This is an optimization exercise on Yosys and OpenROAD, whose aim is small area and a short achievable clock period, not a production implementation.
Function was checked by simulation only, so behaviour that the tests miss may differ from the original.
The flow treats the clock pin as an ideal source. Dropping or thinning the clock tree relies on that and would not hold on a real chip.

==> inputs of run P <==
## rerok_rx
module rerok_rx (
    input  wire        clk,
    input  wire        rst,           
    input  wire        from_board,    
    input  wire        sym_valid,
    input  wire [9:0]  sym,
    output reg         word_valid,
    output wire [5:0]  word_index,
    output wire [31:0] word_data,
    output reg         frame_done,
    output reg  [2:0]  frame_reason,
    output wire [7:0]  frame_type,
    output wire [15:0] frame_seq,
    output wire [7:0]  frame_len
);
clock: 10.0 ns
lec_check: 0
cap_margin: 20
core_area: 2.3 2.72 113.62 111.52
die_area: 0 0 116.045 116.045
place_density: 0.8
slew_margin: 20
standard.sh (not shown) runs the stock make flow with config.mk's settings and CLKGATE_MAP_FILE= SYNTH_SCRIPT=/design/flow/synth_recipe.tcl, a recipe that flattens the netlist after the stock synthesis.
==> flow/flow/run.sh <==
#!/bin/bash
# Standard layout with these changes:
# - synthesis: the standard flow's synthesis script, with an area-oriented ABC mapping script
#   (flow/abc_area.script) in place of ORFS's abc_speed.script; everything else
#   (registers, -nofsm -noshare, flattening, renaming) is the standard flow's own;
# - plain buf_2 cells as the port buffers;
# - between placement and routing, flow/post_place.tcl (output isolation, a
#   shallow clock distribution and setup repair) in place of TritonCTS.
# Each tool's output goes to a log of its own here (synth.log, place.log,
# post_place.log, finish.log) besides ORFS's own logs under orfs/logs.
set -euo pipefail
RES=$PWD/orfs/results/sky130hd/rerok_rx/base
# ORFS's scripts folder, with the ABC script replaced, for the synthesis step only
rm -rf scripts
cp -r "$FLOW_HOME/scripts" scripts
cp flow/abc_area.script scripts/abc_speed.script
bash standard.sh SCRIPTS_DIR=$PWD/scripts synth > synth.log 2>&1
export BUFFER_PORTS_ARGS="-buffer_cell sky130_fd_sc_hd__buf_2"
bash standard.sh place > place.log 2>&1
RES=$RES RT_MARGIN=7.33 ISO_MIN=1 NROOT=4 NLEAF=4 LEAF=inv_16 ROOT=inv_8 \
  openroad -no_init -exit flow/post_place.tcl > post_place.log 2>&1
bash standard.sh finish > finish.log 2>&1
==> flow/flow/post_place.tcl <==
# Runs between placement and routing, in place of TritonCTS.
#
# 1. Output isolation: where the register behind an output port's buffer also
#    drives ISO_MIN or more other pins, those pins get a buf_1 of their own, so
#    that the register drives little more than the port buffer.
# 3. Setup repair (resizing and buffering) aimed at a period of 10 ns less
#    RT_MARGIN, where RT_MARGIN is above 0.
set plat $::env(FLOW_HOME)/platforms/sky130hd
set res $::env(RES)
read_lef $plat/lef/sky130_fd_sc_hd.tlef
read_lef $plat/lef/sky130_fd_sc_hd_merged.lef
read_liberty $plat/lib/sky130_fd_sc_hd__tt_025C_1v80.lib
read_db $res/3_place.odb
read_sdc $res/3_place.sdc
source $plat/setRC.tcl

set block [ord::get_db_block]

# --- output isolation
set iso_min $::env(ISO_MIN)
set n 0
foreach bt [$block getBTerms] {
  if {[$bt getIoType] ne "OUTPUT"} { continue }
  set buf ""
  foreach it [[$bt getNet] getITerms] {
    if {[$it isOutputSignal]} { set buf [$it getInst] }
  }
  if {$buf eq ""} { continue }
  set inet [[$buf findITerm A] getNet]
  set others {}
  foreach it [$inet getITerms] {
    if {[$it isInputSignal] && [$it getInst] ne $buf} {
      lappend others [sta::find_pin "[[$it getInst] getName]/[[$it getMTerm] getName]"]
    }
  }
  if {[llength $others] >= $iso_min} {
    insert_buffer -buffer_cell sky130_fd_sc_hd__buf_1 -net [sta::find_net [$inet getName]] -load_pins $others
    incr n
  }
}
puts "output isolation buffers: $n"

# --- clock distribution
set clknet [$block findNet clk]
$clknet setSigType CLOCK
set nroot $::env(NROOT)
set nleaf $::env(NLEAF)
set leafm [[ord::get_db] findMaster sky130_fd_sc_hd__$::env(LEAF)]
set rootm [[ord::get_db] findMaster sky130_fd_sc_hd__$::env(ROOT)]

proc bisect {pts n axis} {
  if {$n <= 1} { return [list $pts] }
  set pts [lsort -integer -index $axis $pts]
  set h [expr {[llength $pts] / 2}]
  return [concat [bisect [lrange $pts 0 [expr {$h - 1}]] [expr {$n / 2}] [expr {1 - $axis}]] \
                 [bisect [lrange $pts $h end] [expr {$n / 2}] [expr {1 - $axis}]]]
}

proc outterm {inst} {
  set t [$inst findITerm X]
  if {$t eq "NULL"} { set t [$inst findITerm Y] }
  return $t
}

proc drive {name master grp innet} {
  set block [ord::get_db_block]
  set inst [odb::dbInst_create $block $master $name]
  set net [odb::dbNet_create $block ${name}_net]
  $net setSigType CLOCK
  set sx 0
  set sy 0
  foreach e $grp {
    lassign $e x y term
    $term disconnect
    $term connect $net
    incr sx $x
    incr sy $y
  }
  [$inst findITerm A] connect $innet
  [outterm $inst] connect $net
  set cx [expr {$sx / [llength $grp]}]
  set cy [expr {$sy / [llength $grp]}]
  $inst setLocation $cx $cy
  $inst setPlacementStatus PLACED
  return [list $cx $cy [$inst findITerm A]]
}

set pts {}
foreach it [$clknet getITerms] {
  set bb [[$it getInst] getBBox]
  lappend pts [list [expr {([$bb xMin] + [$bb xMax]) / 2}] [expr {([$bb yMin] + [$bb yMax]) / 2}] $it]
}
puts "clock sinks: [llength $pts]"
set leaves {}
set g 0
foreach grp [bisect $pts $nleaf 0] {
  lappend leaves [drive clkleaf_$g $leafm $grp $clknet]
  incr g
}
if {$nroot > 0} {
  set g 0
  foreach grp [bisect $leaves $nroot 0] {
    drive clkroot_$g $rootm $grp $clknet
    incr g
  }
}

detailed_placement
set_propagated_clock [all_clocks]
estimate_parasitics -placement

# 3. Setup repair aimed at a period of 10 ns less RT_MARGIN.
if {$::env(RT_MARGIN) > 0} {
  repair_timing -setup -setup_margin $::env(RT_MARGIN)
  detailed_placement
  estimate_parasitics -placement
}
check_placement -verbose
report_clock_latency
set w 0
foreach pin [all_registers -clock_pins] {
  foreach e {rise fall} { set w [expr {max($w, [get_property $pin slew_max_$e])}] }
}
puts "estimated worst clock pin slew: $w"
report_checks -path_delay max -format end -group_path_count 10
report_checks -path_delay max -fields {fanout cap slew}
write_db $res/4_1_cts.odb
write_sdc -no_timestamp $res/4_cts.sdc
Other scripts of this flow, unchanged in this note and not shown: flow/flow/abc_area.script
==> inputs of run Y, as changes to run P <==
--- a/flow/flow/run.sh
+++ b/flow/flow/run.sh
@@ -18,5 +18,5 @@
 export BUFFER_PORTS_ARGS="-buffer_cell sky130_fd_sc_hd__buf_2"
 bash standard.sh place > place.log 2>&1
-RES=$RES RT_MARGIN=7.33 ISO_MIN=1 NROOT=4 NLEAF=4 LEAF=inv_16 ROOT=inv_8 \
+RES=$RES RT_MARGIN=7.38 ISO_MIN=2 NROOT=4 NLEAF=4 LEAF=inv_16 ROOT=inv_8 \
   openroad -no_init -exit flow/post_place.tcl > post_place.log 2>&1
 bash standard.sh finish > finish.log 2>&1
- CORE_AREA: 2.3 2.72 113.62 111.52 -> 2.3 2.72 97.98 97.92
- DIE_AREA: 0 0 116.045 116.045 -> 0 0 100.1 100.1
- PLACE_DENSITY: 0.8 -> 0.9
==> inputs of run X, as changes to run P <==
--- a/flow/flow/run.sh
+++ b/flow/flow/run.sh
@@ -6,7 +6,5 @@
 # - plain buf_2 cells as the port buffers;
 # - between placement and routing, flow/post_place.tcl (output isolation, a
-#   shallow clock distribution and setup repair) in place of TritonCTS.
-# Each tool's output goes to a log of its own here (synth.log, place.log,
-# post_place.log, finish.log) besides ORFS's own logs under orfs/logs.
+#   shallow clock distribution) in place of TritonCTS.
 set -euo pipefail
 RES=$PWD/orfs/results/sky130hd/rerok_rx/base
@@ -18,5 +16,5 @@
 export BUFFER_PORTS_ARGS="-buffer_cell sky130_fd_sc_hd__buf_2"
 bash standard.sh place > place.log 2>&1
-RES=$RES RT_MARGIN=7.33 ISO_MIN=1 NROOT=4 NLEAF=4 LEAF=inv_16 ROOT=inv_8 \
+RES=$RES RT_MARGIN=7.28 ISO_MIN=2 NROOT=4 NLEAF=4 LEAF=inv_16 ROOT=inv_8 \
   openroad -no_init -exit flow/post_place.tcl > post_place.log 2>&1
 bash standard.sh finish > finish.log 2>&1
==> flow_metrics.env <==
export IMPL_path_common_cell="nand3_1"
export IMPL_worstPathCellList="buf_1, clkinv_1, ha_1, xnor2_1, nand3_1, nor4_1, nor3_1, o21ai_0, nand3_1, a31o_1"
export IMPL_gp_congestion=0.910
export IMPL_fin_crit_sh=0.283
export IMPL_crit_buf_inv=2
export IMPL_core_um2=12100
export IMPL_layout_common_cells="edfxtp_1 (106), buf_2 (88), nand2_1 (56)"
export IMPL_period_needed_ns=2.83
export IMPL_outcome="no timing/DRC/antenna violations"
[end of results for run P]
==> flow_metrics.env <==
export IMPL_outcome="no timing/DRC/antenna violations"
export IMPL_fin_crit_sh=0.281
export IMPL_gp_congestion=0.869
export IMPL_core_um2=9110
export IMPL_crit_buf_inv=1
[end of results for run Y]
==> flow_metrics.env <==
export IMPL_outcome="no timing/DRC/antenna violations"
export IMPL_layout_common_cells="edfxtp_1 (106), buf_2 (88), nand2_1 (56)"
export IMPL_gp_congestion=0.910
export IMPL_final_common_cell="edfxtp_1"
export IMPL_seq_power_share=0.574
export IMPL_period_needed_ns=2.77
export IMPL_avgViaCountPerCell=5.84
export IMPL_core_um2=12100
export IMPL_timing_hold_ws_ns=0.461
export IMPL_yosysMostFrequentCell="edfxtp_1"
[end of results for run X]
In every run of this note, the design's own scripts or RTL, not TritonCTS, make the clock network.

what the ideal ports hide:
No port has a modelled driver above. Below, the same layouts with a new extraction and two added sets of constraints.
Step 1, drivers: a clkbuf_16 drives clk and a buf_2 each remaining input, both assumed.
Step 2 moves the port delays by t, midway between the first and last clock arrival at a register: inputs arrive t later, outputs are due t later. That takes back most of the time a late clock gives input paths.
a / b / c = ideal ports / drivers / drivers and shift; a / b = the first two.
run	t, ns	slack for setup (ns)	hold WS [ns]	worst setup path at the end	cell pins on the clock port's net
run P	0.254	7.167 / 7.122 / 7.167	0.484 / 0.484 / 0.484	register to register	4
run Y	0.256	7.186 / 7.057 / 7.197	0.462 / 0.462 / 0.462	register to register	4
run X	0.255	7.234 / 7.133 / 7.234	0.461 / 0.461 / 0.461	register to register	4
After both steps every run listed still meets setup and hold.
